Source: an optimization exercise on an open RTL-to-GDS flow (aim: small area, a short achievable clock period and few clock cycles per item). Production flows keep margins and buffers that such runs may drop. At most, simulation tests tie the RTL to the original design; equivalence was not proved.

Design tau_arith, start of the top module:
module tau_arith (
    input  wire        clk,
    input  wire        rst,           
    input  wire        in_valid,
    output wire        in_ready,
    input  wire        in_fn,         
    input  wire [63:0] in_a,
    input  wire [63:0] in_b,
    output reg         out_valid,
    output reg  [63:0] out_result,
    output reg         out_range
);
    localparam [31:0] NS_PER_SEC = 32'd1_000_000_000;
    localparam [24:0] D5         = 25'd1_953_125;           
    reg        s1_v;
    reg        s1_fn;
    reg        s1_rng;            
    reg        s1_m1, s1_m3;      
    reg [10:0] s1_kc;            
    reg [31:0] s1_ahi;            
    reg [31:0] s1_d;              
    reg [31:0] s1_bhi;            
    reg [31:0] s1_xlo;            
    reg [29:0] s1_alo;            
    reg        s2_v;              
    reg        s2_fn, s2_rng, s2_m1, s2_m3;
    reg [31:0] s2_ahi;
    reg [64:0] s2_a, s2_b;        
    reg        busy;              
    reg        wres;              
    reg  [2:0] cnt;               
    reg [34:0] dq;                
    reg [20:0] w_r;               
    reg [31:0] w_sec;             
    reg  [8:0] w_lo;              
    reg  [1:0] w_x;               
    reg        w_rng;             
    wire        in_abad = (in_a[31:0] >= NS_PER_SEC);
    wire        in_bbad = (in_b[31:0] >= NS_PER_SEC);
    wire        in_m1   = (&in_b[63:31]) | ~(|in_b[63:31]);    
  ...
export LEC_CHECK = 0
export CAP_MARGIN = 20
export CORE_MARGIN = 2
export CORE_UTILIZATION = 40
export SLEW_MARGIN = 20
create_clock -name core_clock -period 14.0 [get_ports {clk}]
standard.sh (not shown) runs the stock make flow with config.mk's settings and CLKGATE_MAP_FILE= SYNTH_SCRIPT=/design/flow/synth_recipe.tcl, a recipe that flattens the netlist after the stock synthesis.
==> flow/flow/run.sh <==
#!/bin/bash
# The standard layout, with repair_timing asked for more setup slack than the
# clock period needs (so that it sizes the critical paths up), and the port
# buffers made with sky130_fd_sc_hd__buf_2.
set -euo pipefail
bash standard.sh SETUP_SLACK_MARGIN=9 "BUFFER_PORTS_ARGS=-buffer_cell sky130_fd_sc_hd__buf_2" finish > standard_make.log 2>&1
Change:
--- a/flow/design.v
+++ b/flow/design.v
@@ -27,56 +27,37 @@
     reg [31:0] s2_ahi;
     reg [64:0] s2_a, s2_b;        
     reg        busy;              
     reg        wres;              
     reg  [2:0] cnt;               
     reg [34:0] dq;                
     reg [20:0] w_r;               
     reg [31:0] w_sec;             
     reg  [8:0] w_lo;              
     reg  [1:0] w_x;               
     reg        w_rng;             
-    wire        in_abad = (in_a[31:0] >= NS_PER_SEC);
-    wire        in_bbad = (in_b[31:0] >= NS_PER_SEC);
-    wire        in_m1   = (&in_b[63:31]) | ~(|in_b[63:31]);    
-    wire        in_m3   = (&in_b[63:40]) | ~(|in_b[63:40]);    
     wire last  = busy & (cnt == 3'd1);
     wire s2_add = s2_v & ~s2_fn & ~s2_rng;
     wire s2_res = s2_v & (s2_fn | s2_rng);
     wire [2:0] cnt_set = s2_m1 ? 3'd1 : s2_m3 ? 3'd3 : 3'd7;
     wire busy_n  = s2_add | (busy & ~last);
     wire wres_n  = s2_res & last;
     wire [2:0] cnt1  = s2_add ? cnt_set : (cnt - 3'd1);
     wire       last1 = busy_n & (cnt1 == 3'd1);
     wire s1_add = s1_v & ~s1_fn & ~s1_rng;
     wire s1_res = s1_v & (s1_fn | s1_rng);
-    reg        rdy;
-    assign in_ready = rdy;
-    wire [2:0] n_cnt    = s2_add ? cnt_set : busy ? (cnt - 3'd1) : cnt;
-    wire       n_busy   = ~rst & busy_n;
-    wire       n_last   = n_busy & (n_cnt == 3'd1);
-    wire       n_s2_add = ~rst & s1_add;
-    wire [2:0] n_set2   = s1_m1 ? 3'd1 : s1_m3 ? 3'd3 : 3'd7;
-    wire       n_busy1  = n_s2_add | (n_busy & ~n_last);
-    wire [2:0] n_cnt1   = n_s2_add ? n_set2 : (n_cnt - 3'd1);
-    wire       n_last1  = n_busy1 & (n_cnt1 == 3'd1);
-    wire       n_s1_v   = ~rst & in_valid & rdy;
-    wire       n_s1_add = n_s1_v & ~in_fn & ~in_abad;
-    wire       n_s1_res = n_s1_v & (in_fn | in_abad);
-    wire [2:0] n_set1   = in_m1 ? 3'd1 : in_m3 ? 3'd3 : 3'd7;
-    wire [2:0] n_cnt2   = n_s1_add ? n_set1 : (n_cnt1 - 3'd1);
-    wire       n_busy2  = n_s1_add | (n_busy1 & ~n_last1);
-    wire       n_last2  = n_busy2 & (n_cnt2 == 3'd1);
-    wire       n_wres2  = n_s1_res & n_last1;
-    always @(posedge clk)
-        rdy <= (~n_busy2 | n_last2) & (~n_wres2 | n_last2);
+    wire [2:0] cnt2  = s1_add ? (s1_m1 ? 3'd1 : s1_m3 ? 3'd3 : 3'd7) : (cnt1 - 3'd1);
+    wire busy2   = s1_add | (busy_n & ~last1);
+    wire last2   = busy2 & (cnt2 == 3'd1);
+    wire wres2   = s1_res & last1;
+    assign in_ready = (~busy2 | last2) & (~wres2 | last2);
     wire [20:0] rem  = w_r;
     wire [25:0] rp   = {rem, dq[34:30]};
     wire [32:0] ge;
     genvar gi;
     assign ge[0]  = 1'b1;
     assign ge[32] = 1'b0;
     generate
         for (gi = 1; gi < 32; gi = gi + 1) begin : g_cmp
             assign ge[gi] = (rp >= gi * D5);
         end
     endgenerate
@@ -2460,22 +2441,26 @@
     wire shy_2321 = shp_2169 ^ (shg_2244 | shp_2245);
     wire shy_2322 = shp_2171 ^ (shg_2266 | shp_2267);
     wire shy_2323 = shp_2173 ^ (shg_2236 | shp_2237);
     wire shy_2324 = shp_2175 ^ (shg_2268 | shp_2269);
     wire shy_2325 = shp_2177 ^ (shg_2246 | shp_2247);
     wire shy_2326 = shp_2179 ^ (shg_2270 | shp_2271);
     wire shy_2327 = shp_2181 ^ (shg_2232 | shp_2233);
     wire shy_2328 = shp_2183 ^ (shg_2272 | shp_2273);
     wire shy_2329 = shp_2185 ^ (shg_2248 | shp_2249);
     wire [26:0] ph0 = {shx_2302, shx_2301, shx_2300, shx_2299, shx_2298, shx_2297, shx_2296, shx_2295, shx_2294, shx_2293, shx_2292, shx_2291, shx_2290, shx_2289, shx_2288, shx_2287, shx_2286, shx_2285, shx_2284, shx_2283, shx_2282, shx_2281, shx_2280, shx_2279, shx_2278, shx_2277, shx_2276};
     wire [26:0] ph1 = {shy_2329, shy_2328, shy_2327, shy_2326, shy_2325, shy_2324, shy_2323, shy_2322, shy_2321, shy_2320, shy_2319, shy_2318, shy_2317, shy_2316, shy_2315, shy_2314, shy_2313, shy_2312, shy_2311, shy_2310, shy_2309, shy_2308, shy_2307, shy_2306, shy_2305, shy_2304, shy_2303};
+    wire        in_abad = (in_a[31:0] >= NS_PER_SEC);
+    wire        in_bbad = (in_b[31:0] >= NS_PER_SEC);
+    wire        in_m1   = (&in_b[63:31]) | ~(|in_b[63:31]);    
+    wire        in_m3   = (&in_b[63:40]) | ~(|in_b[63:40]);    
     wire [3:0]  in_k    = {in_fn, ~in_fn & ~in_m3, ~in_fn & ~in_m1 & in_m3, ~in_fn & in_m1};
     always @(posedge clk) begin
         s1_fn  <= in_fn;
         s1_rng <= in_abad | (in_fn & in_bbad);
         s1_m1  <= in_m1;
         s1_m3  <= in_m3;
         s1_kc[0] <= in_k[3];
         s1_kc[1] <= in_k[0] | in_k[2];
         s1_kc[2] <= in_k[1];
         s1_kc[3] <= in_k[0] | in_k[1] | in_k[2];
         s1_kc[4] <= in_k[0];
What happened: Via count came out higher slightly. Die area came out higher slightly. Worst hold slack hardly moves. Cell area came out higher slightly. Synthesized cell count came out higher slightly. Maximum frequency came out lower slightly. Worst setup slack got worse by 0.020 ns. Clock skew came out higher by 0.040 ns. Routed wire length came out lower slightly. Critical path depth came out higher by 2. Core utilization came out higher by 0.56 points. Area after synthesis came out higher slightly.
Testbench counts after the change, summed over its fixed seeds: cycles 36,108, items 16,000.
Function not checked in the first run of this note: the RTL went through the layout flow alone.

the previous run:
tau_arith, a different RTL version from the one above (not shown whole).
For scale: ~350 flip-flops, ~200 I/O pins.
Settings: LEC_CHECK=0, CAP_MARGIN=20, CORE_MARGIN=2, CORE_UTILIZATION=40, SLEW_MARGIN=20; clock period 14.0 ns.
==> flow/flow/run.sh <==
#!/bin/bash
# The standard layout, with repair_timing asked for more setup slack than the
# clock period needs (so that it sizes the critical paths up), and the port
# buffers made with sky130_fd_sc_hd__buf_2.
set -euo pipefail
bash standard.sh SETUP_SLACK_MARGIN=8 "BUFFER_PORTS_ARGS=-buffer_cell sky130_fd_sc_hd__buf_2" finish > standard_make.log 2>&1
Input-level comparison between the current run and the previous run:
--- a/flow/design.v
+++ b/flow/design.v
@@ -27,35 +27,22 @@
     reg  [2:0] cnt;               
     reg [34:0] dq;                
     reg [20:0] w_r;               
     reg [31:0] w_sec;             
     reg  [8:0] w_lo;              
     reg  [1:0] w_x;               
     reg        w_rng;             
-    wire        in_abad = (in_a[31:0] >= NS_PER_SEC);
-    wire        in_bbad = (in_b[31:0] >= NS_PER_SEC);
-    wire        in_m1   = (&in_b[63:31]) | ~(|in_b[63:31]);    
-    wire        in_m3   = (&in_b[63:40]) | ~(|in_b[63:40]);    
     wire last  = busy & (cnt == 3'd1);
     wire s2_add = s1_v & ~s1_fn & ~s1_rng;
     wire s2_res = s1_v & (s1_fn | s1_rng);
     wire [2:0] cnt_set = s1_m1 ? 3'd1 : s1_m3 ? 3'd3 : 3'd7;
     wire busy_n  = s2_add | (busy & ~last);
     wire last_n  = s2_add ? s1_m1 : (busy & (cnt == 3'd2));
     wire wres_n  = s2_res;
-    reg        rdy;
-    assign in_ready = rdy;
-    wire [2:0] n_cnt    = s2_add ? cnt_set : busy ? (cnt - 3'd1) : cnt;
-    wire       n_busy   = ~rst & busy_n;
-    wire       n_last   = n_busy & (n_cnt == 3'd1);
-    wire       n_s1_add = ~rst & in_valid & rdy & ~in_fn & ~in_abad;
-    wire       n_busy_n = n_s1_add | (n_busy & ~n_last);
-    wire       n_last_n = n_s1_add ? in_m1 : (n_busy & (n_cnt == 3'd2));
-    always @(posedge clk)
-        rdy <= ~n_busy_n | n_last_n;
+    assign in_ready = ~busy_n | last_n;
     wire [20:0] rem  = w_r;
     wire [25:0] rp   = {rem, dq[34:30]};
     wire [32:0] ge;
     genvar gi;
     assign ge[0]  = 1'b1;
     assign ge[32] = 1'b0;
     generate
@@ -2445,14 +2432,18 @@
     wire shy_2325 = shp_2177 ^ (shg_2246 | shp_2247);
     wire shy_2326 = shp_2179 ^ (shg_2270 | shp_2271);
     wire shy_2327 = shp_2181 ^ (shg_2232 | shp_2233);
     wire shy_2328 = shp_2183 ^ (shg_2272 | shp_2273);
     wire shy_2329 = shp_2185 ^ (shg_2248 | shp_2249);
     wire [26:0] ph0 = {shx_2302, shx_2301, shx_2300, shx_2299, shx_2298, shx_2297, shx_2296, shx_2295, shx_2294, shx_2293, shx_2292, shx_2291, shx_2290, shx_2289, shx_2288, shx_2287, shx_2286, shx_2285, shx_2284, shx_2283, shx_2282, shx_2281, shx_2280, shx_2279, shx_2278, shx_2277, shx_2276};
     wire [26:0] ph1 = {shy_2329, shy_2328, shy_2327, shy_2326, shy_2325, shy_2324, shy_2323, shy_2322, shy_2321, shy_2320, shy_2319, shy_2318, shy_2317, shy_2316, shy_2315, shy_2314, shy_2313, shy_2312, shy_2311, shy_2310, shy_2309, shy_2308, shy_2307, shy_2306, shy_2305, shy_2304, shy_2303};
+    wire        in_abad = (in_a[31:0] >= NS_PER_SEC);
+    wire        in_bbad = (in_b[31:0] >= NS_PER_SEC);
+    wire        in_m1   = (&in_b[63:31]) | ~(|in_b[63:31]);    
+    wire        in_m3   = (&in_b[63:40]) | ~(|in_b[63:40]);    
     wire [3:0]  in_k    = {in_fn, ~in_fn & ~in_m3, ~in_fn & ~in_m1 & in_m3, ~in_fn & in_m1};
     always @(posedge clk) begin
         s1_fn  <= in_fn;
         s1_rng <= in_abad | (in_fn & in_bbad);
         s1_m1  <= in_m1;
         s1_m3  <= in_m3;
         s1_kc[0] <= in_k[3];
@@ -2487,16 +2478,17 @@
             r_init   = {3'b0, u_v[32:15]};
             dq_init  = {u_v[14:0], 20'd0};
         end else begin
             r_init   = u_v[55:35];
             dq_init  = u_v[34:0];
         end
     end
-    wire [5:0]  pl    = {1'b0, sec_b[4:0]} + {1'b0, d};
-    wire [31:0] sec_v = {pl[5] ? ph1 : ph0, pl[4:0]};
+    wire [4:0]  pl    = sec_b[4:0] + d;
+    wire        pcy   = ge[6'd32 - {1'b0, sec_b[4:0]}];
+    wire [31:0] sec_v = {pcy ? ph1 : ph0, pl};
     always @(posedge clk) begin
         if (last) begin
             out_result <= {sec_v, 2'b00, r_step, w_lo};
             out_range  <= 1'b0;
         end else begin
             out_result <= {w_sec, w_x, w_r, w_lo};
             out_range  <= w_rng;
[summary]
- Having completed the whole flow, the current run delivered a layout that passed the timing, design-rule and antenna checks.
- The minimum period implied by the final worst setup slack reported for the current run is smaller than that of the previous run by 0.13 ns.
- Area after synthesis: the current run worse than the previous run
- Diff the previous run -> the current run: overall global routing resource usage now smaller; number of clock buffers in the layout moved up.
- Non-clock buffer count was higher in the current run than in the previous run.
- Beginning of the critical path: s1_d[15]$_SDFF_PN0_ -> the current run, dq[32]$_DFFE_PP_ -> the previous run
- Looking at area of the die across the previous run and the current run, the one that comes out higher is the current run.
Function was not checked in any run of this note: the RTL went through the layout flow alone.

-- re-timing with driven ports --
Ports are ideal in the flow. The routed layouts listed here were re-timed in OpenROAD.
Step 1, drivers: a clkbuf_16 drives clk and a buf_2 each remaining input, both assumed.
Step 2 adds t to the input delays and takes it off the output delays; t is the mean of the earliest and latest rising clock arrival at the registers after step 1. Input paths then give back, and output paths get back, about the clock's delay inside the block.
Slacks: no drivers / after step 1 / after step 2; pairs: no drivers / after step 1.
run | t (ns) | setup slack, ns | slew at the worst register clock pin (ns)
the first run of note 1 | 0.698 | 8.381 / 8.381 / 8.381 | 0.07 / 0.07
the second run of note 1 | 0.718 | 8.360 / 8.360 / 8.360 | 0.07 / 0.07
the previous run | 0.667 | 7.833 / 7.833 / 7.631 | 0.07 / 0.07
the current run | 0.651 | 7.967 / 7.967 / 7.581 | 0.07 / 0.07
After both steps setup and hold are still met in every run listed. The setup slack of the current run, which loses most, moves by 0.000 ns with the drivers and by -0.386 ns with both steps.
